From an optimization exercise on the open Yosys and OpenROAD flow, aimed at small area, a short achievable clock period and few clock cycles per item; shortcuts taken in it are not production practice. In this exercise RTL edits were held to simulation tests only and were not proved equivalent to the original.

## flow/design.v (module list and top-level ports; edited modules follow where they fit)
// module damask_px: 986 lines
module damask_px (
    input  wire         clk,
    input  wire         rst,         
    input  wire         start,       
    input  wire [47:0]  l16,         
    input  wire [15:0]  seam,        
    input  wire [15:0]  lscale,      
    input  wire [191:0] m,           
    input  wire [47:0]  ug,          
    input  wire [47:0]  uo,          
    input  wire [143:0] c_mat,       
    input  wire [47:0]  ga,          
    input  wire [23:0]  lgo,         
    input  wire [11:0]  cls,         
    input  wire [2:0]   pfl,         
    input  wire         dark,        
    input  wire         lowg_en,
    input  wire         dither_en,
    input  wire [1:0]   pos_u,       
    input  wire [1:0]   pos_v,       
    output reg          lg_rd,       
    output reg  [3:0]   lg_cls,      
    output reg  [5:0]   lg_idx,      
    input  wire [15:0]  lg_data,     
    output reg          done,        
    output wire [47:0]  code,        
    output reg  [2:0]   clip         
);
  // ...
==> flow/flow/run.sh <==
#!/bin/bash
# The standard layout (standard.sh, unchanged synthesis, floorplan,
# placement, CTS and routing), with two settings changed:
#  - ORFS's timing repair aims at a 4.6 ns critical path: a setup slack margin
#    of 13.4 ns on the design's 18 ns clock;
#  - every input and output port is buffered with buf_1, the smallest buffer (the default pick
#    is a slow delay buffer).
# The clock and the constraints are the design's.
set -euo pipefail
bash standard.sh SETUP_SLACK_MARGIN=13.4 "BUFFER_PORTS_ARGS=-buffer_cell sky130_fd_sc_hd__buf_1" finish > layout.log 2>&1
==> flow/standard.sh <==
#!/bin/bash
# synth_recipe.tcl (not shown) runs the flow's synth.tcl, then flattens the netlist and writes it again
# the make line also repeats each setting of config.mk as NAME=value (left out here)
make -C /OpenROAD-flow-scripts/flow DESIGN_CONFIG=/design/flow/config.mk WORK_HOME=/design/flow/orfs CLKGATE_MAP_FILE= SYNTH_SCRIPT=/design/flow/synth_recipe.tcl "${@:-finish}"
==> flow/config.mk <==
export PLATFORM = sky130hd
export DESIGN_NAME = damask_px
export DESIGN_NICKNAME = damask_px
export VERILOG_FILES = /design/flow/design.v
export SDC_FILE = /design/flow/constraint.sdc
export NUM_CORES = 4
export LEC_CHECK = 0
export ABC_AREA = 1
export CAP_MARGIN = 20
export CORE_MARGIN = 2
export CORE_UTILIZATION = 40
export CTS_BUF_LIST = sky130_fd_sc_hd__clkbuf_8
export SLEW_MARGIN = 20
==> flow/constraint.sdc <==
create_clock -name core_clock -period 18.0 [get_ports {clk}]
set_input_delay 3.6000 -clock core_clock [delete_from_list [all_inputs] [get_ports {clk}]]
set_output_delay 3.6000 -clock core_clock [all_outputs]
set_load 0.01 [all_outputs]
==> notes.md, run 1 <==
outcome no timing/DRC/antenna violations; GRT Max-Usage Layer met2; Worst Path Required 14.40 ns; inverters 620; Clock Skew 0.06247 ns; clock buffer depth 3; I/O Buffers 687; Register Area 8673 µm²; R2R Path Start cs_s[29]; first-pass iteration count of the detailed router 9; hold endpoint t1_i[1]; flop2flop setup slack 13.39 ns; wire length on met3 17440 µm; wl on met1 62280 µm; sequential share of cell area 22.71%; largest registers acc: 38 flops, cs_s: 38 flops, cs_c: 37 flops; Net Count, Synth 5215; CTS Hold Bufs 0; Placer Congestion 1.044; Via density 5.779; synth warn 1; DRC 0; Die ar. 82390 µm²; Placed Cells 5879; slowest stage cell, crit path edfxtp_1
Testbench counts, summed over its fixed seeds: cycles 315,254, pixels 9,600.
==> run 2, diff against run 1 <==
--- a/flow/design.v
+++ b/flow/design.v
@@ -757,17 +757,17 @@
     reg [1:0]  smode;        
     always @(*) begin
         smode = 2'd0;
         case (t2_typ)
             T_X:     begin v = {{5{s[37]}}, s[37:14]}; smode = 2'd2; end
             T_D,
             T_H:     v = {{4{s[37]}}, s[37:13]};
             T_Q:     begin v = {{5{s[37]}}, s[37:14]}; smode = 2'd1; end
-            T_LGO:   v = {{5{s[37]}}, s[37:14]};
+            T_LGO:   v = {{13{s[37]}}, s[37:22]};       
             T_L2:    begin v = {{4{s[37]}}, s[37:13]}; smode = 2'd1; end
             default: v = {{6{s[37]}}, s[37:15]};         
         endcase
     end
     reg  [3:0] t2_t;
     reg        t2_off;
     always @(*) begin
         case (t2_i)
@@ -805,17 +805,17 @@
     wire [8:0]  f_sel = xsel[8:0] - {5'd0, tsel};           
     reg  [20:0] a_nx;
     always @(*) begin
         if (!run) a_nx = {5'd0, seam};
         else case (p_as)
             A_G:     a_nx = r;
             A_XS:    a_nx = xsel;
             A_DS:    a_nx = dsel;
-            A_QN:    a_nx = {7'd1, 10'd0, tsel} - {1'b0, xsel[19:0]};
+            A_QN:    a_nx = {6'd0, {1'b1, 10'd0, tsel} - xsel[14:0]};    
             A_LG:    a_nx = {5'd0, lg_data};
             default: a_nx = xsel;
         endcase
     end
     reg [16:0] b_nx;
     always @(*) begin
         if (!run) b_nx = {1'b0, lscale};
         else case (p_bs)
@@ -841,19 +841,19 @@
             6'd20: b_nx = {c_mat[79], c_mat[79:64]};           
             6'd21: b_nx = {c_mat[95], c_mat[95:80]};           
             6'd22: b_nx = {c_mat[111], c_mat[111:96]};         
             6'd23: b_nx = {c_mat[127], c_mat[127:112]};        
             6'd24: b_nx = {c_mat[143], c_mat[143:128]};        
             6'd25: b_nx = {1'b0, ga[15:0]};                    
             6'd26: b_nx = {1'b0, ga[31:16]};                   
             6'd27: b_nx = {1'b0, ga[47:32]};                   
-            6'd28: b_nx = {{9{lgo[7]}}, lgo[7:0]};             
-            6'd29: b_nx = {{9{lgo[15]}}, lgo[15:8]};           
-            6'd30: b_nx = {{9{lgo[23]}}, lgo[23:16]};          
+            6'd28: b_nx = {lgo[7], lgo[7:0], 8'd0};             
+            6'd29: b_nx = {lgo[15], lgo[15:8], 8'd0};           
+            6'd30: b_nx = {lgo[23], lgo[23:16], 8'd0};          
             6'd31: b_nx = {7'd0, 10'd512 - {1'b0, f_sel}};     
             6'd32: b_nx = {8'd0, f_sel};                       
             default: b_nx = 17'd0;
         endcase
     end
     reg  [37:0] acc_nx;
     wire [15:0] m3_1 = m[16*(4*t1_i+3) +: 16];
     wire [15:0] uo_1 = uo[16*t1_i +: 16];
@@ -865,18 +865,18 @@
             acc_nx = s;
         else case (t1_typ)
             T_G:   acc_nx = 38'd16384;
             T_X:   acc_nx = 38'd8192;
             T_D:   acc_nx = {{6{m3_1[15]}}, m3_1, 16'h1000};
             T_E:   acc_nx = {{7{uo_1[15]}}, uo_1, 15'h4000};
             T_H:   acc_nx = 38'd4096;
             T_Q:   acc_nx = {24'd0, tq_1, 10'h200};
-            T_LGO: acc_nx = {20'd0, tq_1, 14'h2000};
-            T_L1:  acc_nx = {{8{dr_1[20]}}, dr_1, 9'h100};
+            T_LGO: acc_nx = {12'd0, tq_1, 22'h200000};
+            T_L1:  acc_nx = {{19{dr_1[9]}}, dr_1[9:0], 9'h100};
             default: ;
         endcase
     end
     wire wr_x = (t2_typ == T_X) || (t2_typ == T_H && t2_last) ||
                 (t2_typ == T_Q) || (t2_typ == T_L2);
     wire wr_d = (t2_typ == T_D && t2_last) || (t2_typ == T_E) ||
                 (t2_typ == T_LGO) || (t2_typ == T_G);
     always @(posedge clk) begin
==> flow/flow/run.sh (replaced) <==
#!/bin/bash
# The standard layout (standard.sh, unchanged synthesis, floorplan,
# placement, CTS and routing), with two settings changed:
#  - ORFS's timing repair aims at a 5 ns critical path: a setup slack margin
#    of 13 ns on the design's 18 ns clock;
#  - every input and output port is buffered with buf_1, the smallest buffer (the default pick
#    is a slow delay buffer).
# The clock and the constraints are the design's.
set -euo pipefail
bash standard.sh SETUP_SLACK_MARGIN=13 "BUFFER_PORTS_ARGS=-buffer_cell sky130_fd_sc_hd__buf_1" finish > layout.log 2>&1
==> run 2 against run 1 <==
Effect of this change: still clean on timing, DRC and antenna; core utilization is 1.3 points lower; die area is 1.5% lower; routed wire length is 3.1% lower; first-iteration DRC count is 11% lower; flip-flop and latch count stayed put; via count is 4.6% lower.
==> notes.md, run 2 <==
outcome no timing/DRC/antenna violations (unchanged); CP Capture Type primary output (unchanged); RSZ-0062 raised after global routing yes (unchanged); synth warn 1 (unchanged); Starting Density 40.60% (was 40.50%); Clock Skew 0.07085 ns (was 0.06247 ns); Final Slew Violations 0 (unchanged); number of synthesized register bits 356 (unchanged); CTS root buf clkbuf_8 (unchanged); largest net degree at the start of global routing 56 (was 48); commonest non-fill, non-tap cells in the layout nand2_1 (1013), buf_1 (687), inv_1 (573), nor2_1 (286), o22ai_1 (210) (was nand2_1 (987), buf_1 (633), inv_1 (584), nor2_1 (287), o22ai_1 (233)); sequential-to-total area share from yosys stat 27.41% (was 26.99%); Tmin final 4.968 ns (was 4.960 ns); FILL cells 8068 (was 8255); CP arrival 1.37 ns (was 1.36 ns); number of flops mapped to enable cells by yosys 152 (unchanged); Area growth syn-to-layout 15.79% (was 19.17%); crit-path cells buf_1 (unchanged); Synth Area per Inst 7.484 µm² (was 7.440 µm²); most common cell after layout, fill and taps aside nand2_1 (unchanged); largest registers acc: 38 flops, cs_s: 38 flops, cs_c: 37 flops (unchanged); CP Class reg -> out (unchanged); Slew HR 13.90% (was 19.63%); Die Wd 284.9 µm (was 287.0 µm); share of layout cells above drive strength 1 6.231% (was 10.35%); DRC 0 (unchanged); first-pass iteration count of the detailed router 6 (was 9); Gate Count Post-Synth 4216 (was 4307); CP Buf/Inv Count 1 (unchanged); IO Count 688 (unchanged); min-delay worst type reg -> reg (unchanged); crit start category flip-flop (unchanged); Placer Congestion 1.055 (was 1.044); Via density 5.688 (was 5.779); Setup TNS Final 0 ns (unchanged); Post-DP HPWL 128600 µm (was 131400 µm); Core Box Area 77720 µm² (was 79130 µm²); period utilization 27.60% (was 27.56%); slowest stage cell, crit path edfxtp_1 (unchanged); asr flop ratio synth 0% (unchanged); worst-case hold slack 0.4110 ns (was 0.4058 ns); Iter 0 DRT Violations 3707 (was 4159); Nets 5704 (was 5879); Detailed Route WL 160100 µm (was 165100 µm); Die ar. 81150 µm² (was 82390 µm²); final core utilization 47.01% (was 48.26%); Worst Path Required 14.40 ns (about the same); clock buffer depth 3 (unchanged); Worst Max-Slew Pin Slew 1.292 ns (was 1.193 ns); fmax 201.3 MHz (was 201.6 MHz); initial antenna violation count 27 (was 31); Max-Cap Viols 0 (unchanged); flop2flop setup slack 13.15 ns (was 13.39 ns); vias in the first global route 31810 (was 33130); synth unique cells 70 (was 71); Antenna Nets Post-Route 0 (unchanged); Hold Fails Final Rpt 0 (unchanged); slowest stage delay, CP 0.48 ns (was 0.50 ns); synthesized area 31550 µm² (was 32050 µm²); Synth top cells by count nand2_1 (1014), inv_1 (561), nor2_1 (300), o22ai_1 (210), dfxtp_1 (204) (was nand2_1 (992), inv_1 (577), nor2_1 (311), o22ai_1 (234)); Rows 102 (was 103); clk slew on worst S/H paths 0.06 ns (about the same); top-count cell post-synth nand2_1 (unchanged); Synth area leader edfxtp_1 (unchanged); GR Overflow Total 0 (unchanged); gr usage total 38.05% (was 38.58%); Clk Latency, worst-skew pair 0.73 ns (was 0.69 ns); H-tree levels 2 (was 3); via count 33640 (was 35260); TritonCTS clock tree done (unchanged); detailed-route wire length per cell 27.06 µm (was 27.07 µm); Crit path max-delay family flip-flops (unchanged); CTS sink cnt 356 (unchanged); top_reg_cell synth dfxtp_1 (unchanged); Net Count, Synth 5124 (was 5215); global-route wire length before repair 223800 µm (was 229900 µm); CP max FO 2 (was 3); top cell type's share of synthesized area 14.47% (was 14.24%); CTS Hold Bufs 0 (unchanged); CTS Buf Count 61 (was 66); I/O Buffers 687 (unchanged); Die Ht 284.9 µm (was 287.0 µm); Final Setup Violations 0 (unchanged); largest cells by area after synthesis edfxtp_1 (14%), dfxtp_1 (13%), nand2_1 (12%), fa_1 (11%), inv_1 (6.7%) (was edfxtp_1 (14%), dfxtp_1 (13%), nand2_1 (12%), fa_1 (11%), inv_1 (6.8%))
## run 2: changes by cell type after synthesis, moves of 11 or more
cell     delta
inv_2      -15
a22oi_1    +11
a22o_1     +23
nand4_1    +12
o22ai_1    -24
o21ai_0    -23
nand2_1    +22
nor2_1     -11
nand3_1    -28
a21oi_1    -11
inv_1      -16
## run 2: cell type report
cell class / count / area (µm²) / area share (%)
repair buffers: 747 / 3037 / 8.312
well taps: 1040 / 1301 / 3.562
multi-input cells: 3039 / 19810 / 54.23
flip-flops and latches: 356 / 8651 / 23.68
inverters: 591 / 2228 / 6.100
clock inverters: 40 / 417.9 / 1.144
diodes: 27 / 67.56 / 0.1849
clock buffers: 74 / 1018 / 2.788
## run 2: path summary, 6_finish.rpt
check / cells after the start / from / end
max: 1 / xr0[6] / code[6]
min reg2reg: 2 / p_typ[1] / t1_typ[1]
max reg2reg: 19 / cs_s[3] / xr0[9]
min: 2 / p_typ[1] / t1_typ[1]
## run 2: logic make-up (layout without fill, tap and decap cells)
group           count (synthesis)  count (layout)  synth area share, %
compound gates                852             852                17.59
xor+xnor                      212             212                5.909
fa+ha+maj                     287             287                15.49
buf+inv                       821            1452                10.58
flops                         356             356                27.41
other cells                     0              27                    0
simple gates                 1688            1688                23.02
## run 2: what timing repair did
action	CTS	global route
resized for setup	12	30
pin swaps	0	1
setup endpoints to repair	55	68
buffers inserted	1	2
## run 2: through the flow
stage / cells / area [µm²] / setup WS [ns]
after CTS: 5885 / 36330 / 13.02
after floorplan: 4216 / 31550 / 13.13
final: 5914 / 36530 / 13.03
after global placement: 5770 / 34830 / 12.03
after global routing: 5910 / 36520 / 12.98
after detailed placement: 5770 / 34830 / 11.99
## run 2: routing by layer
layer / up-vias / track usage (%) / part of all wire, %
li1: 15260 / - / -
met1: 15950 / 47.66 / 38
met2: 2052 / 59.37 / 44
met3: 374 / 7.072 / 9.4
met4: 4 / 26.47 / 8.3
met5: - / 0 / 0.012
Testbench counts of run 2, summed over its fixed seeds: cycles 315,254, pixels 9,600.
==> run 3, diff against run 2 <==
--- a/flow/config.mk
+++ b/flow/config.mk
@@ -9,5 +9,4 @@
 export CAP_MARGIN = 20
 export CORE_MARGIN = 2
 export CORE_UTILIZATION = 40
-export CTS_BUF_LIST = sky130_fd_sc_hd__clkbuf_8
 export SLEW_MARGIN = 20
==> run 3 against run 2 <==
Effect of this change: non-clock buffer count unchanged; worst setup slack got worse by 0.025 ns; final area up 0.23%; largest cell class unchanged; highest routed layer unchanged.
==> notes.md, run 3 <==
outcome no timing/DRC/antenna violations (unchanged); RR Endpoint lg_idx[2] (was xr0[9]); DRC 0 (unchanged); Max-Cap Viols 0 (unchanged); I/O Buffers 687 (unchanged); fmax 200.3 MHz (was 201.3 MHz); commonest non-fill, non-tap cells in the layout nand2_1 (1013), buf_1 (687), inv_1 (561), nor2_1 (286), o22ai_1 (210) (was nand2_1 (1013), buf_1 (687), inv_1 (573), nor2_1 (286), o22ai_1 (210)); Nets 5687 (was 5704); Die Wd 284.9 µm (unchanged); largest registers acc: 38 flops, cs_s: 38 flops, cs_c: 37 flops (unchanged); WHS Path Cells 2 (unchanged); CP Buf/Inv Count 2 (was 1); min-delay worst type reg -> reg (unchanged); Final Slew Violations 0 (unchanged); worst-case hold slack 0.4076 ns (was 0.4110 ns); Post-Layout Cell Count 5881 (was 5914); pre-CTS setup slack 11.99 ns (unchanged); Register Area 8651 µm² (unchanged); most common cell after layout, fill and taps aside nand2_1 (unchanged); clock buffer depth 3 (unchanged); share of layout cells above drive strength 1 5.776% (was 6.231%); Worst Max-Slew Pin Slew 1.142 ns (was 1.292 ns); period utilization 27.74% (was 27.60%); Net Count, Synth 5124 (unchanged); number of synthesized register bits 356 (unchanged); CTS Buf Count 43 (was 61); CP Capture Type flip-flop (was primary output); Clk Latency, worst-skew pair 0.63 ns (was 0.73 ns); Slew HR 23.77% (was 13.90%); flop2flop setup slack 13.13 ns (was 13.15 ns); asr flop ratio synth 0% (unchanged); Die Ht 284.9 µm (unchanged); slowest stage delay, CP 0.65 ns (was 0.48 ns); largest net degree at the start of global routing 56 (unchanged); largest cells by area after synthesis edfxtp_1 (14%), dfxtp_1 (13%), nand2_1 (12%), fa_1 (11%), inv_1 (6.7%) (unchanged); Tmin final 4.993 ns (was 4.968 ns); slowest stage cell, crit path a2111oi_1 (was edfxtp_1); detailed-route wire length per cell 27.26 µm (was 27.06 µm); clk slew on worst S/H paths 0.07 ns (was 0.06 ns); first-pass iteration count of the detailed router 7 (was 6); Hold Fails Final Rpt 0 (unchanged); hold endpoint t1_typ[1] (unchanged); Antenna Nets Post-Route 0 (unchanged); CTS root buf clkbuf_16 (was clkbuf_8); crit-path cells buf_1 -> a22o_1 -> a221oi_1 -> nand4_1 -> a2111oi_1 -> buf_4 -> nand4_1 -> nand2_1 -> nand2_1 (was buf_1); Die ar. 81150 µm² (unchanged); Placer Congestion 1.055 (unchanged); Synth area leader edfxtp_1 (unchanged); RSZ-0062 raised after global routing no (was yes); IO Count 688 (unchanged); CP arrival 5.49 ns (was 1.37 ns); Hold Startpoint p_typ[1] (unchanged); GR Overflow Total 0 (unchanged); Final Setup Violations 0 (unchanged); top_reg_cell synth dfxtp_1 (unchanged); vias in the first global route 31790 (was 31810); Rows 102 (unchanged); top cell type's share of synthesized area 14.47% (unchanged); CP max FO 1 (was 2); Placed Cells 5770 (unchanged); TritonCTS clock tree done (unchanged); number of flops mapped to enable cells by yosys 152 (unchanged); Core Box Area 77720 µm² (unchanged); FILL cells 8042 (was 8068); Starting Density 40.60% (unchanged); CTS sink cnt 356 (unchanged); CP Class in -> reg (was reg -> out); Worst Path Required 18.49 ns (was 14.40 ns); Crit path max-delay family compound AO/OA/AOI/OAI gates (was flip-flops); top-count cell post-synth nand2_1 (unchanged); crit start category input pin (was flip-flop); Area growth syn-to-layout 16.06% (was 15.79%); Synth top cells by count nand2_1 (1014), inv_1 (561), nor2_1 (300), o22ai_1 (210), dfxtp_1 (204) (unchanged); via count 33530 (was 33640); FF-to-FF path depth 21 (was 19); worst setup margin 13.01 ns (was 13.03 ns); Detailed Route WL 160300 µm (was 160100 µm); H-tree levels 2 (unchanged); synth unique cells 70 (unchanged); Via density 5.701 (was 5.688); initial antenna violation count 30 (was 27); Synth Area per Inst 7.484 µm² (unchanged); Setup TNS Final 0 ns (unchanged); Post-DP HPWL 128600 µm (unchanged); Gate Count Post-Synth 4216 (unchanged); final core utilization 47.12% (was 47.01%); Iter 0 DRT Violations 3844 (was 3707); gr usage total 38.15% (was 38.05%); R2R Path Start cyc[0] (was cs_s[3]); area taken by multi-input logic gates 19840 µm² (was 19810 µm²); synth warn 1 (unchanged); global-route wire length before repair 224100 µm (was 223800 µm); Clock Skew 0.04892 ns (was 0.07085 ns); synthesized area 31550 µm² (unchanged); sequential-to-total area share from yosys stat 27.41% (unchanged)
run 3: changes by cell type in the layout (fill, tap and decap cells not counted), moves of 4 or more:
cell        change
clkinv_2        -7
clkinvlp_4      +4
inv_6           +4
clkbuf_8       -72
clkbuf_16      +43
inv_1          -12
run 3: stage by stage:
stage / instance area, µm²
global placement: 34830
CTS: 36380
floorplan: 31550
detailed placement: 34830
finish: 36620
global route: 36600
run 3: layout make-up:
| class | instances | area share, % |
|---|---|---|
| diodes | 28 | 0.1913 |
| clock buffers | 48 | 3.044 |
| clock inverters | 31 | 1.042 |
| inverters | 591 | 6.092 |
| multi-input cells | 3040 | 54.17 |
| flip-flops and latches | 356 | 23.62 |
| well taps | 1040 | 3.553 |
| repair buffers | 747 | 8.282 |
run 3: how the worst max path moves through the flow:
stage	startpoint	endpoint	slack, ns	cells after the start
2_1_floorplan	c_mat[143]	bop[15]	13.13	7
3_3_place_gp	m[64]	bop[0]	12.03	6
3_5_place_dp	m[64]	bop[0]	11.99	6
4_1_cts	m[64]	bop[0]	12.86	6
5_1_grt	cyc[0]	lg_idx[2]	13.00	21
6_report	c_mat[17]	bop[1]	13.01	9
run 3: repair_timing:
action / 4_1_cts / 5_1_grt
setup buffers: 0 / 2
resized for setup: 12 / 32
cloned: 0 / 1
endpoints found under the setup margin: 55 / 70
hold buffers: 0 / 0
pin swaps: 0 / 2
run 3: cell families after synthesis:
group / synth area share, %
AO/OA/AOI/OAI: 17.59
XOR/XNOR: 5.909
adder cells (fa/ha/maj): 15.49
buffers and inverters: 10.58
flip-flops: 27.41
AND/OR/NAND/NOR: 23.02
run 3: worst register-to-register path, cell delays in order (launching register included):
cell	delay, ns
dfxtp_1	0.57
ha_1	0.40
inv_1	0.18
nor2_4	0.18
nand4_4	0.27
inv_4	0.31
nand2_2	0.13
nand2_8	0.22
nand2_8	0.13
o21ai_0	0.37
ha_1	0.34
a21oi_1	0.23
o21ai_1	0.11
a21oi_2	0.20
nand3_1	0.11
nand2_1	0.07
nand2_1	0.07
ha_1	0.23
ha_1	0.25
xor2_1	0.17
o21ai_1	0.13
a21oi_1	0.08
run 3: layer usage:
| metal | routed length (µm) | share of wire [%] | GRT usage (%) | vias to the layer above |
|---|---|---|---|---|
| li1 | - | - | - | 15220 |
| met1 | 61170 | 38 | 47.54 | 15920 |
| met3 | 15200 | 9.5 | 7.752 | 414 |
| met5 | 25 | 0.016 | 0 | - |
| met2 | 70270 | 44 | 59.04 | 1967 |
| met4 | 13650 | 8.5 | 27.09 | 4 |
==> run 4, diff against run 3 <==
--- a/flow/config.mk
+++ b/flow/config.mk
@@ -9,4 +9,7 @@
 export CAP_MARGIN = 20
 export CORE_MARGIN = 2
 export CORE_UTILIZATION = 40
+export CTS_BUF_LIST = sky130_fd_sc_hd__clkbuf_8
+export CTS_CLUSTER_DIAMETER = 60
+export CTS_CLUSTER_SIZE = 20
 export SLEW_MARGIN = 20
==> run 4 against run 3 <==
Effect of this change: critical endpoint is now code[6]; global-route usage shrank 0.079 points; critical path type is now reg -> out; area after synthesis is the same; worst setup slack improved by 0.026 ns; register-to-register slack improved by 0.02 ns; still clean; final cell count about the same.
==> notes.md, run 4 <==
slowest stage cell, crit path edfxtp_1 (was a2111oi_1); Clock Skew 0.08190 ns (was 0.04892 ns); Register Area 8651 µm² (unchanged); Tmin final 4.967 ns (was 4.993 ns); top_reg_cell synth dfxtp_1 (unchanged); Placed Cells 5770 (unchanged); clock buffer depth 3 (unchanged); synth warn 1 (unchanged); Final Setup Violations 0 (unchanged); top cell type's share of synthesized area 14.47% (unchanged); Die Wd 284.9 µm (unchanged); clk slew on worst S/H paths 0.12 ns (was 0.07 ns); FILL cells 8130 (was 8042); largest registers acc: 38 flops, cs_s: 38 flops, cs_c: 37 flops (unchanged); Placer Congestion 1.055 (unchanged); I/O Buffers 687 (unchanged); CTS Buf Count 38 (was 43); Worst Max-Slew Pin Slew 1.178 ns (was 1.142 ns); Gate Count Post-Synth 4216 (unchanged); fmax 201.3 MHz (was 200.3 MHz); synthesized area 31550 µm² (unchanged); Max-Cap Viols 0 (unchanged); WP depth 1 (was 9); H-tree levels 2 (unchanged); IO Count 688 (unchanged); Die Ht 284.9 µm (unchanged); Final Slew Violations 0 (unchanged); outcome no timing/DRC/antenna violations (unchanged); Iter 0 DRT Violations 3933 (was 3844); Synth Area per Inst 7.484 µm² (unchanged); Antenna Nets Post-Route 0 (unchanged); crit start category flip-flop (was input pin); FF-to-FF path depth 21 (unchanged); Slew HR 21.40% (was 23.77%); top-count cell post-synth nand2_1 (unchanged); CP Buf/Inv Count 1 (was 2); period utilization 27.60% (was 27.74%); DRC 0 (unchanged); most common cell after layout, fill and taps aside nand2_1 (unchanged); CP max FO 2 (was 1); CP Class reg -> out (was in -> reg); synth unique cells 70 (unchanged); Hold Fails Final Rpt 0 (unchanged); share of layout cells above drive strength 1 5.844% (was 5.776%); Worst Path Required 14.40 ns (was 18.49 ns); area taken by multi-input logic gates 19840 µm² (about the same); Detailed Route WL 160000 µm (was 160300 µm); GR Overflow Total 0 (unchanged); TritonCTS clock tree done (unchanged); sequential-to-total area share from yosys stat 27.41% (unchanged); Clk Latency, worst-skew pair 0.71 ns (was 0.63 ns); RSZ-0062 raised after global routing yes (was no); Starting Density 40.60% (unchanged); number of synthesized register bits 356 (unchanged); gr usage total 38.07% (was 38.15%); Core Box Area 77720 µm² (unchanged); asr flop ratio synth 0% (unchanged); Synth area leader edfxtp_1 (unchanged); initial antenna violation count 29 (was 30); Crit path max-delay family flip-flops (was compound AO/OA/AOI/OAI gates); via count 33550 (was 33530); CTS sink cnt 356 (unchanged); Rows 102 (unchanged); Nets 5686 (was 5687); number of flops mapped to enable cells by yosys 152 (unchanged); vias in the first global route 31710 (was 31790); Post-DP HPWL 128600 µm (unchanged); CTS root buf clkbuf_8 (was clkbuf_16); largest cells by area after synthesis edfxtp_1 (14%), dfxtp_1 (13%), nand2_1 (12%), fa_1 (11%), inv_1 (6.7%) (unchanged); worst-case hold slack 0.4163 ns (was 0.4076 ns); slowest stage delay, CP 0.49 ns (was 0.65 ns); min-delay worst type reg -> reg (unchanged); crit-path cells buf_1 (was buf_1 -> a22o_1 -> a221oi_1 -> nand4_1 -> a2111oi_1 -> buf_4 -> nand4_1 -> nand2_1 -> nand2_1); detailed-route wire length per cell 27.22 µm (was 27.26 µm); largest net degree at the start of global routing 56 (unchanged); Post-Layout Cell Count 5876 (was 5881); commonest non-fill, non-tap cells in the layout nand2_1 (1013), buf_1 (687), inv_1 (562), nor2_1 (286), o22ai_1 (210) (was nand2_1 (1013), buf_1 (687), inv_1 (561), nor2_1 (286), o22ai_1 (210)); Via density 5.710 (was 5.701); Net Count, Synth 5124 (unchanged); Die ar. 81150 µm² (unchanged); Synth top cells by count nand2_1 (1014), inv_1 (561), nor2_1 (300), o22ai_1 (210), dfxtp_1 (204) (unchanged); WHS Path Cells 2 (unchanged); Area growth syn-to-layout 14.47% (was 16.06%); first-pass iteration count of the detailed router 8 (was 7); global-route wire length before repair 223600 µm (was 224100 µm); CP arrival 1.37 ns (was 5.49 ns); Setup TNS Final 0 ns (unchanged); CP Capture Type primary output (was flip-flop)
[run 4: cell families after synthesis]
logic type | count (synthesis) | share of synthesized area (%)
compound gates | 852 | 17.59
xor+xnor | 212 | 5.909
fa+ha+maj | 287 | 15.49
buf+inv | 821 | 10.58
flops | 356 | 27.41
simple gates | 1688 | 23.02
[run 4: worst paths after layout]
path              startpoint         to  slack (ns)
setup / recovery      xr0[6]    code[6]       13.03
hold / removal        p_last    t1_last        0.42
setup reg to reg      cyc[0]  lg_idx[2]       13.15
hold reg to reg       p_last    t1_last        0.42
[run 4: worst min-delay path, stage by stage, from the launching register on]
cell and delay, ns:
dfxtp_1 0.31, inv_1 0.04, nor2_1 0.03
[run 4: layout make-up]
| cell class | instances | share of cell area (%) |
|---|---|---|
| clock buffers | 41 | 1.562 |
| inverters | 591 | 6.169 |
| flip-flops and latches | 356 | 23.95 |
| clock inverters | 29 | 1.088 |
| repair buffers | 752 | 8.511 |
| diodes | 28 | 0.1940 |
| well taps | 1040 | 3.603 |
| multi-input cells | 3039 | 54.92 |
[run 4: timing repair]
| action | CTS | global route |
|---|---|---|
| setup endpoints to repair | 56 | 109 |
| hold buffers | 0 | 0 |
| hold endpoints to repair | 0 | 0 |
| pin swaps | 0 | 2 |
| setup buffers | 3 | 4 |
| resized for setup | 10 | 35 |
[run 4: routing by layer]
layer / up-vias / part of all wire [%] / global-route usage (%)
met4: 0 / 8.4 / 27.87
li1: 15200 / - / -
met2: 1969 / 44 / 58.94
met1: 16000 / 38 / 47.15
met5: - / 0 / 0
met3: 384 / 9.5 / 7.664
[run 4: per-stage QoR]
stage	utilization (%)	setup WS (ns)	instance area, µm²
5_1_grt	46.46	13.00	36110
3_5_place_dp	44.81	11.99	34830
4_1_cts	46.14	13.00	35860
2_1_floorplan	-	13.13	31550
3_3_place_gp	44.81	12.03	34830
6_report	46.47	13.03	36120
==> run 5, diff against run 4 <==
--- a/flow/config.mk
+++ b/flow/config.mk
@@ -10,6 +10,6 @@
 export CORE_MARGIN = 2
 export CORE_UTILIZATION = 40
 export CTS_BUF_LIST = sky130_fd_sc_hd__clkbuf_8
-export CTS_CLUSTER_DIAMETER = 60
-export CTS_CLUSTER_SIZE = 20
+export CTS_CLUSTER_DIAMETER = 50
+export CTS_CLUSTER_SIZE = 14
 export SLEW_MARGIN = 20
==> run 5 against run 4 <==
Effect of this change: critical path depth grew 9; via count up 0.23%; area after synthesis unchanged; first-iteration DRC count is 5.2% lower; hold slack worse by 0.013 ns; final cell count rose by 0.20%; worst setup slack worse by 0.056 ns; clock-buffer cell count grew 8; critical path type is now reg -> reg; critical endpoint is now cs_c[29].
==> notes.md, run 5 <==
outcome no timing/DRC/antenna violations (unchanged); final core utilization 46.58% (was 46.47%); CP arrival 5.58 ns (was 1.37 ns); Die Wd 284.9 µm (unchanged); Clock Skew 0.08445 ns (was 0.08190 ns); Iter 0 DRT Violations 3729 (was 3933); Core Box Area 77720 µm² (unchanged); vias in the first global route 31800 (was 31710); Area growth syn-to-layout 14.74% (was 14.47%); Clk Latency, worst-skew pair 0.72 ns (was 0.71 ns); slowest stage cell, crit path o21ai_2 (was edfxtp_1); placed instance area 34830 µm² (unchanged); Gate Count Post-Synth 4216 (unchanged); Die Ht 284.9 µm (unchanged); CTS Buf Count 48 (was 38); Placer Congestion 1.055 (unchanged); largest net degree at the start of global routing 56 (unchanged); Worst Max-Slew Pin Slew 1.288 ns (was 1.178 ns); initial antenna violation count 27 (was 29); Net Count, Synth 5124 (unchanged); Synth Area per Inst 7.484 µm² (unchanged); Rows 102 (unchanged); first-pass iteration count of the detailed router 8 (unchanged); synth warn 1 (unchanged); crit-path cells inv_2 -> o21ai_2 -> o22ai_1 -> xor2_1 -> fa_1 -> fa_1 -> inv_1 -> fa_1 -> inv_1 -> fa_1 (was buf_1); FILL cells 8098 (was 8130); number of flops mapped to enable cells by yosys 152 (unchanged); Final Setup Violations 0 (unchanged); Die ar. 81150 µm² (unchanged); synthesized area 31550 µm² (unchanged); Worst Path Required 18.56 ns (was 14.40 ns); Max-Cap Viols 0 (unchanged); DRC 0 (unchanged); IO Count 688 (unchanged); gr usage total 38.08% (was 38.07%); CP max FO 20 (was 2); TritonCTS clock tree done (unchanged); global-route wire length before repair 223600 µm (about the same); CP Capture Type flip-flop (was primary output); most common cell after layout, fill and taps aside nand2_1 (unchanged); Tmin final 5.024 ns (was 4.967 ns); CTS Hold Bufs 0 (unchanged); Crit path max-delay family adder cells (was flip-flops); commonest non-fill, non-tap cells in the layout nand2_1 (1013), buf_1 (687), inv_1 (567), nor2_1 (286), o22ai_1 (210) (was nand2_1 (1013), buf_1 (687), inv_1 (562), nor2_1 (286), o22ai_1 (210)); largest registers acc: 38 flops, cs_s: 38 flops, cs_c: 37 flops (unchanged); fmax 199.1 MHz (was 201.3 MHz); Final Slew Violations 0 (unchanged); Synth top cells by count nand2_1 (1014), inv_1 (561), nor2_1 (300), o22ai_1 (210), dfxtp_1 (204) (unchanged); sequential-to-total area share from yosys stat 27.41% (unchanged); detailed-route wire length per cell 27.24 µm (was 27.22 µm); I/O Buffers 687 (unchanged); CTS sink cnt 356 (unchanged); GR Overflow Total 0 (unchanged); Slew HR 14.15% (was 21.40%); period utilization 27.91% (was 27.60%); slowest stage delay, CP 0.94 ns (was 0.49 ns); Setup TNS Final 0 ns (unchanged); H-tree levels 2 (unchanged); min-delay worst type reg -> reg (unchanged); Nets 5692 (was 5686); fin area 36200 µm² (was 36120 µm²); clk slew on worst S/H paths 0.09 ns (was 0.12 ns); clock buffer depth 3 (unchanged); asr flop ratio synth 0% (unchanged); Synth area leader edfxtp_1 (unchanged); Via density 5.712 (was 5.710); share of layout cells above drive strength 1 5.974% (was 5.844%); Hold Fails Final Rpt 0 (unchanged); RSZ-0062 raised after global routing no (was yes); synth unique cells 70 (unchanged); Antenna Nets Post-Route 0 (unchanged); via count 33630 (was 33550); top_reg_cell synth dfxtp_1 (unchanged); Detailed Route WL 160400 µm (was 160000 µm); CTS root buf clkbuf_8 (unchanged); number of synthesized register bits 356 (unchanged); CP Class reg -> reg (was reg -> out); top-count cell post-synth nand2_1 (unchanged); crit start category flip-flop (unchanged); Post-DP HPWL 128600 µm (unchanged); largest cells by area after synthesis edfxtp_1 (14%), dfxtp_1 (13%), nand2_1 (12%), fa_1 (11%), inv_1 (6.7%) (unchanged); top cell type's share of synthesized area 14.47% (unchanged); CP Buf/Inv Count 3 (was 1); Top cell by count, worst path fa_1; Starting Density 40.60% (unchanged)
[run 5: cells by family (layout without fill, tap and decap cells)]
group	count (synthesis)	after routing	synth area share (%)
simple gates	1688	1689	23.02
compound gates	852	852	17.59
buf+inv	821	1425	10.58
flops	356	356	27.41
fa+ha+maj	287	287	15.49
xor+xnor	212	212	5.909
other cells	0	27	0
[run 5: area by class of cell]
class | count | area [µm²] | share of cell area, %
clock inverter | 38 | 405.4 | 1.120
timing repair buffer | 747 | 3037 | 8.388
inverter | 591 | 2231 | 6.162
clock buffer | 49 | 674.4 | 1.863
sequential | 356 | 8651 | 23.89
tap | 1040 | 1301 | 3.594
multi-input combinational | 3040 | 19840 | 54.79
antenna | 27 | 67.56 | 0.1866
[run 5: final timing paths]
kind | slack, ns | to | cells after the start | start
setup reg to reg | 12.98 | cs_c[29] | 10 | bop[9]
setup / recovery | 12.98 | cs_c[29] | 10 | bop[9]
hold / removal | 0.40 | t1_typ[1] | 2 | p_typ[1]
hold reg to reg | 0.40 | t1_typ[1] | 2 | p_typ[1]
[run 5: repair_timing]
| item | CTS | global route |
|---|---|---|
| buffers inserted | 1 | 2 |
| gates resized for setup | 11 | 34 |
| cloned | 0 | 1 |
| pin swaps | 1 | 2 |
| endpoints found under the setup margin | 54 | 98 |
[run 5: per-layer routing]
metal	track usage (%)	wire (µm)	vias up
li1	-	-	15230
met1	47.09	60170	15920
met2	58.98	70700	2115
met3	7.968	16250	365
met4	27.51	13240	6
met5	0	41	-
[run 5: through the flow]
step | hold slack (ns) | setup slack [ns] | cells
after floorplan | 0.3290 | 13.13 | 4216
after global placement | 0.3966 | 12.03 | 5770
after detailed placement | 0.3981 | 11.99 | 5770
after CTS | 0.4030 | 12.95 | 5858
after global routing | 0.4296 | 13.00 | 5883
final | 0.4038 | 12.98 | 5888
[run 5: worst reg2reg max path, delay by kind of cell (launching register included)]
family / cells / cell delay, ns
AO/OA/AOI/OAI: 2 / 1.12
XOR/XNOR: 1 / 0.21
buffers and inverters: 3 / 0.57
adder cells (fa/ha/maj): 4 / 2.16
flip-flops: 1 / 0.85
==> run 6, diff against run 5 <==
==> flow/run.sh (new file) <==
#!/bin/bash
# synth_recipe.tcl (not shown) runs the flow's synth.tcl, then flattens the netlist and writes it again
# the make line also repeats each setting of config.mk as NAME=value (left out here)
make -C /OpenROAD-flow-scripts/flow DESIGN_CONFIG=/design/flow/config.mk WORK_HOME=/design/flow/orfs CLKGATE_MAP_FILE= SYNTH_SCRIPT=/design/flow/synth_recipe.tcl finish
--- a/flow/config.mk
+++ b/flow/config.mk
@@ -10,6 +10,4 @@
 export CORE_MARGIN = 2
 export CORE_UTILIZATION = 40
 export CTS_BUF_LIST = sky130_fd_sc_hd__clkbuf_8
-export CTS_CLUSTER_DIAMETER = 50
-export CTS_CLUSTER_SIZE = 14
 export SLEW_MARGIN = 20
removed: flow/flow/run.sh
removed: flow/standard.sh
==> run 6 against run 5 <==
Effect of this change: critical endpoint is now xr2[5]; final cell count up 0.68%; register-to-register slack worse by 0.68 ns; via count down 0.91%; final area up 12%; hold slack better by 0.0017 ns; clock skew down 0.026 ns.
==> notes.md, run 6 <==
I/O Buffers 687 (unchanged); period utilization 31.70% (was 27.91%); Clk Latency, worst-skew pair 0.70 ns (was 0.72 ns); Placer Congestion 1.056 (was 1.055); first-pass iteration count of the detailed router 6 (was 8); number of synthesized register bits 356 (unchanged); CP Capture Type flip-flop (unchanged); clock buffer depth 3 (unchanged); Nets 5715 (was 5692); GR Overflow Total 0 (unchanged); Gate Count Post-Synth 4216 (unchanged); Post-DP HPWL 129900 µm (was 128600 µm); vias in the first global route 32040 (was 31800); Hold Fails Final Rpt 0 (unchanged); flop2flop setup slack 12.29 ns (was 12.98 ns); Final Setup Violations 0 (unchanged); Max-Cap Viols 0 (unchanged); IO Count 688 (unchanged); Rows 102 (unchanged); CTS sink cnt 356 (unchanged); clk slew on worst S/H paths 0.06 ns (was 0.09 ns); Die Wd 284.9 µm (unchanged); cts repair resizes 0 (was 11); metal2 WL 73130 µm (was 70700 µm); top cell type's share of synthesized area 14.47% (unchanged); Die Ht 284.9 µm (unchanged); largest cells by area after synthesis edfxtp_1 (14%), dfxtp_1 (13%), nand2_1 (12%), fa_1 (11%), inv_1 (6.7%) (unchanged); CP arrival 6.07 ns (was 5.58 ns); Setup TNS Final 0 ns (unchanged); sequential-to-total area share from yosys stat 27.41% (unchanged); via count 33330 (was 33630); global-route wire length before repair 226600 µm (was 223600 µm); CTS Buf Count 67 (was 48); share of layout cells above drive strength 1 5.885% (was 5.974%); slowest stage cell, crit path o21ai_1 (was o21ai_2); Tmin final 5.707 ns (was 5.024 ns); Top cell by count, worst path nand2_1 (was fa_1); synth warn 1 (unchanged); Clock Skew 0.05830 ns (was 0.08445 ns); most common cell after layout, fill and taps aside nand2_1 (unchanged); TritonCTS clock tree done (unchanged); Core Box Area 77720 µm² (unchanged); Antenna Nets Post-Route 0 (unchanged); Via density 5.622 (was 5.712); Final Slew Violations 0 (unchanged); min-delay worst type reg -> reg (unchanged); crit start category flip-flop (unchanged); Worst Max-Slew Pin Slew 1.107 ns (was 1.288 ns); gr usage total 38.63% (was 38.08%); number of flops mapped to enable cells by yosys 152 (unchanged); Slew HR 26.12% (was 14.15%); synth unique cells 70 (unchanged); Synth top cells by count nand2_1 (1014), inv_1 (561), nor2_1 (300), o22ai_1 (210), dfxtp_1 (204) (unchanged); Detailed Route WL 161100 µm (was 160400 µm); commonest non-fill, non-tap cells in the layout nand2_1 (1014), clkdlybuf4s50_1 (687), inv_1 (574), nor2_1 (288), o22ai_1 (210) (was nand2_1 (1013), buf_1 (687), inv_1 (567), nor2_1 (286), o22ai_1 (210)); outcome no timing/DRC/antenna violations (unchanged); CTS Hold Bufs 0 (unchanged); synthesized area 31550 µm² (unchanged); Iter 0 DRT Violations 3682 (was 3729); crit-path cells fa_1 -> ha_1 -> nand2_1 -> inv_1 -> nand2_1 -> nor2_1 -> nand4_1 -> nand3_1 -> xor2_1 -> inv_1 -> nor3_1 -> nand3_1 -> a21oi_1 -> nand2_1 -> inv_2 -> nand2_2 -> o21ai_1 (was inv_2 -> o21ai_2 -> o22ai_1 -> xor2_1 -> fa_1 -> fa_1 -> inv_1 -> fa_1 -> inv_1 -> fa_1); top_reg_cell synth dfxtp_1 (unchanged); Worst Path Required 18.36 ns (was 18.56 ns); Starting Density 40.60% (unchanged); largest net degree at the start of global routing 49 (was 56); largest registers acc: 38 flops, cs_s: 38 flops, cs_c: 37 flops (unchanged); fmax 175.2 MHz (was 199.1 MHz); DRC 0 (unchanged); Net Count, Synth 5124 (unchanged); Area growth syn-to-layout 28.78% (was 14.74%); wire length on met3 14910 µm (was 16250 µm); Max Used Layer met5 (unchanged); Synth Area per Inst 7.484 µm² (unchanged); initial antenna violation count 35 (was 27); CP Class reg -> reg (unchanged); CTS root buf clkbuf_8 (unchanged); detailed-route wire length per cell 27.18 µm (was 27.24 µm); slowest stage delay, CP 0.78 ns (was 0.94 ns); Setup Buffers After CTS 0 (was 1); asr flop ratio synth 0% (unchanged); top-count cell post-synth nand2_1 (unchanged); H-tree levels 3 (was 2); Die ar. 81150 µm² (unchanged); RSZ-0062 raised after global routing no (unchanged); wl on met1 60100 µm (was 60170 µm); Synth area leader edfxtp_1 (unchanged); CP max FO 23 (was 20)
[run 6: kinds of logic (layout without fill, tap and decap cells)]
logic type               count (synthesis)  count (layout)  synth area share (%)
XOR/XNOR                               212             212                 5.909
AND/OR/NAND/NOR                       1688            1688                 23.02
flip-flops                             356             356                 27.41
adder cells (fa/ha/maj)                287             287                 15.49
AO/OA/AOI/OAI                          852             852                 17.59
buffers and inverters                  821            1465                 10.58
other                                    0              28                     0
[run 6: routing by layer]
layer  GRT usage (%)  vias to the layer above
met4           27.74                        2
met5               0                        -
li1                -                    15280
met2           61.22                     1948
met3           8.168                      390
met1           46.65                    15710
[run 6: path summary, 6_finish.rpt]
check	endpoint	from	cells past startpoint
setup / recovery	xr2[5]	acc[17]	17
setup reg to reg	xr2[5]	acc[17]	17
hold / removal	t1_i[1]	p_i[1]	2
hold reg to reg	t1_i[1]	p_i[1]	2
[run 6: cell type report]
type                    instances  area [µm²]
well taps                    1040        1301
diodes                         28       70.07
fillers                      7597       37090
repair buffers                752        7365
clock buffers                  76        1046
flip-flops and latches        356        8648
inverters                     591        2218
clock inverters                46       321.6
multi-input cells            3039       19660
[run 6: metrics by stage]
stage	setup slack [ns]	utilization (%)	area [µm²]	hold WS, ns	cells
2_1_floorplan	13.13	-	31550	0.3290	4216
3_5_place_dp	12.09	50.43	39200	0.3971	5778
5_1_grt	12.15	52.28	40630	0.4243	5927
6_report	12.29	52.28	40630	0.4055	5928
4_1_cts	12.60	52.19	40560	0.4072	5900
3_3_place_gp	12.14	50.43	39200	0.3969	5778
[run 6: worst max-delay path, delay by kind of cell, from the launching register on]
family | cells | cell delay [ns]
flops | 1 | 0.52
xor+xnor | 1 | 0.68
buf+inv | 3 | 0.52
compound gates | 2 | 0.93
simple gates | 9 | 1.76
fa+ha+maj | 2 | 0.96

re-timing with driven ports:
How much do the figures lean on ideal ports? The routed layouts below were timed once more, with nothing changed but the port constraints.
Step 1: set_driving_cell puts a clkbuf_16 on clk and a buf_2 on each other input, an assumption about the parent block.
Step 2, shift: input delay + t, output delay - t, t = (earliest + latest rising clock arrival at the registers) / 2. This alone moves slack from input paths to output paths.
Three values: ideal, step 1, step 2; two values: the first two.
| run | t, ns | setup slack, ns | clock arrival spread, ns | pins driven straight from the clock port |
|---|---|---|---|---|
| run 1 | 0.730 | 13.040 / 12.966 / 12.528 | 0.062 / 0.063 | 1 |
| run 2 | 0.772 | 13.032 / 12.959 / 12.395 | 0.071 / 0.071 | 1 |
| run 3 | 0.673 | 13.007 / 13.045 / 12.383 | 0.049 / 0.049 | 1 |
| run 4 | 0.739 | 13.032 / 12.961 / 12.357 | 0.082 / 0.082 | 1 |
| run 5 | 0.756 | 12.976 / 12.961 / 12.410 | 0.084 / 0.085 | 1 |
| run 6 | 0.744 | 12.293 / 12.293 / 12.049 | 0.058 / 0.059 | 1 |
After both steps setup and hold are still met in every run listed. The setup slack of run 4, which loses most, moves by -0.071 ns with the drivers and by -0.675 ns with both steps.
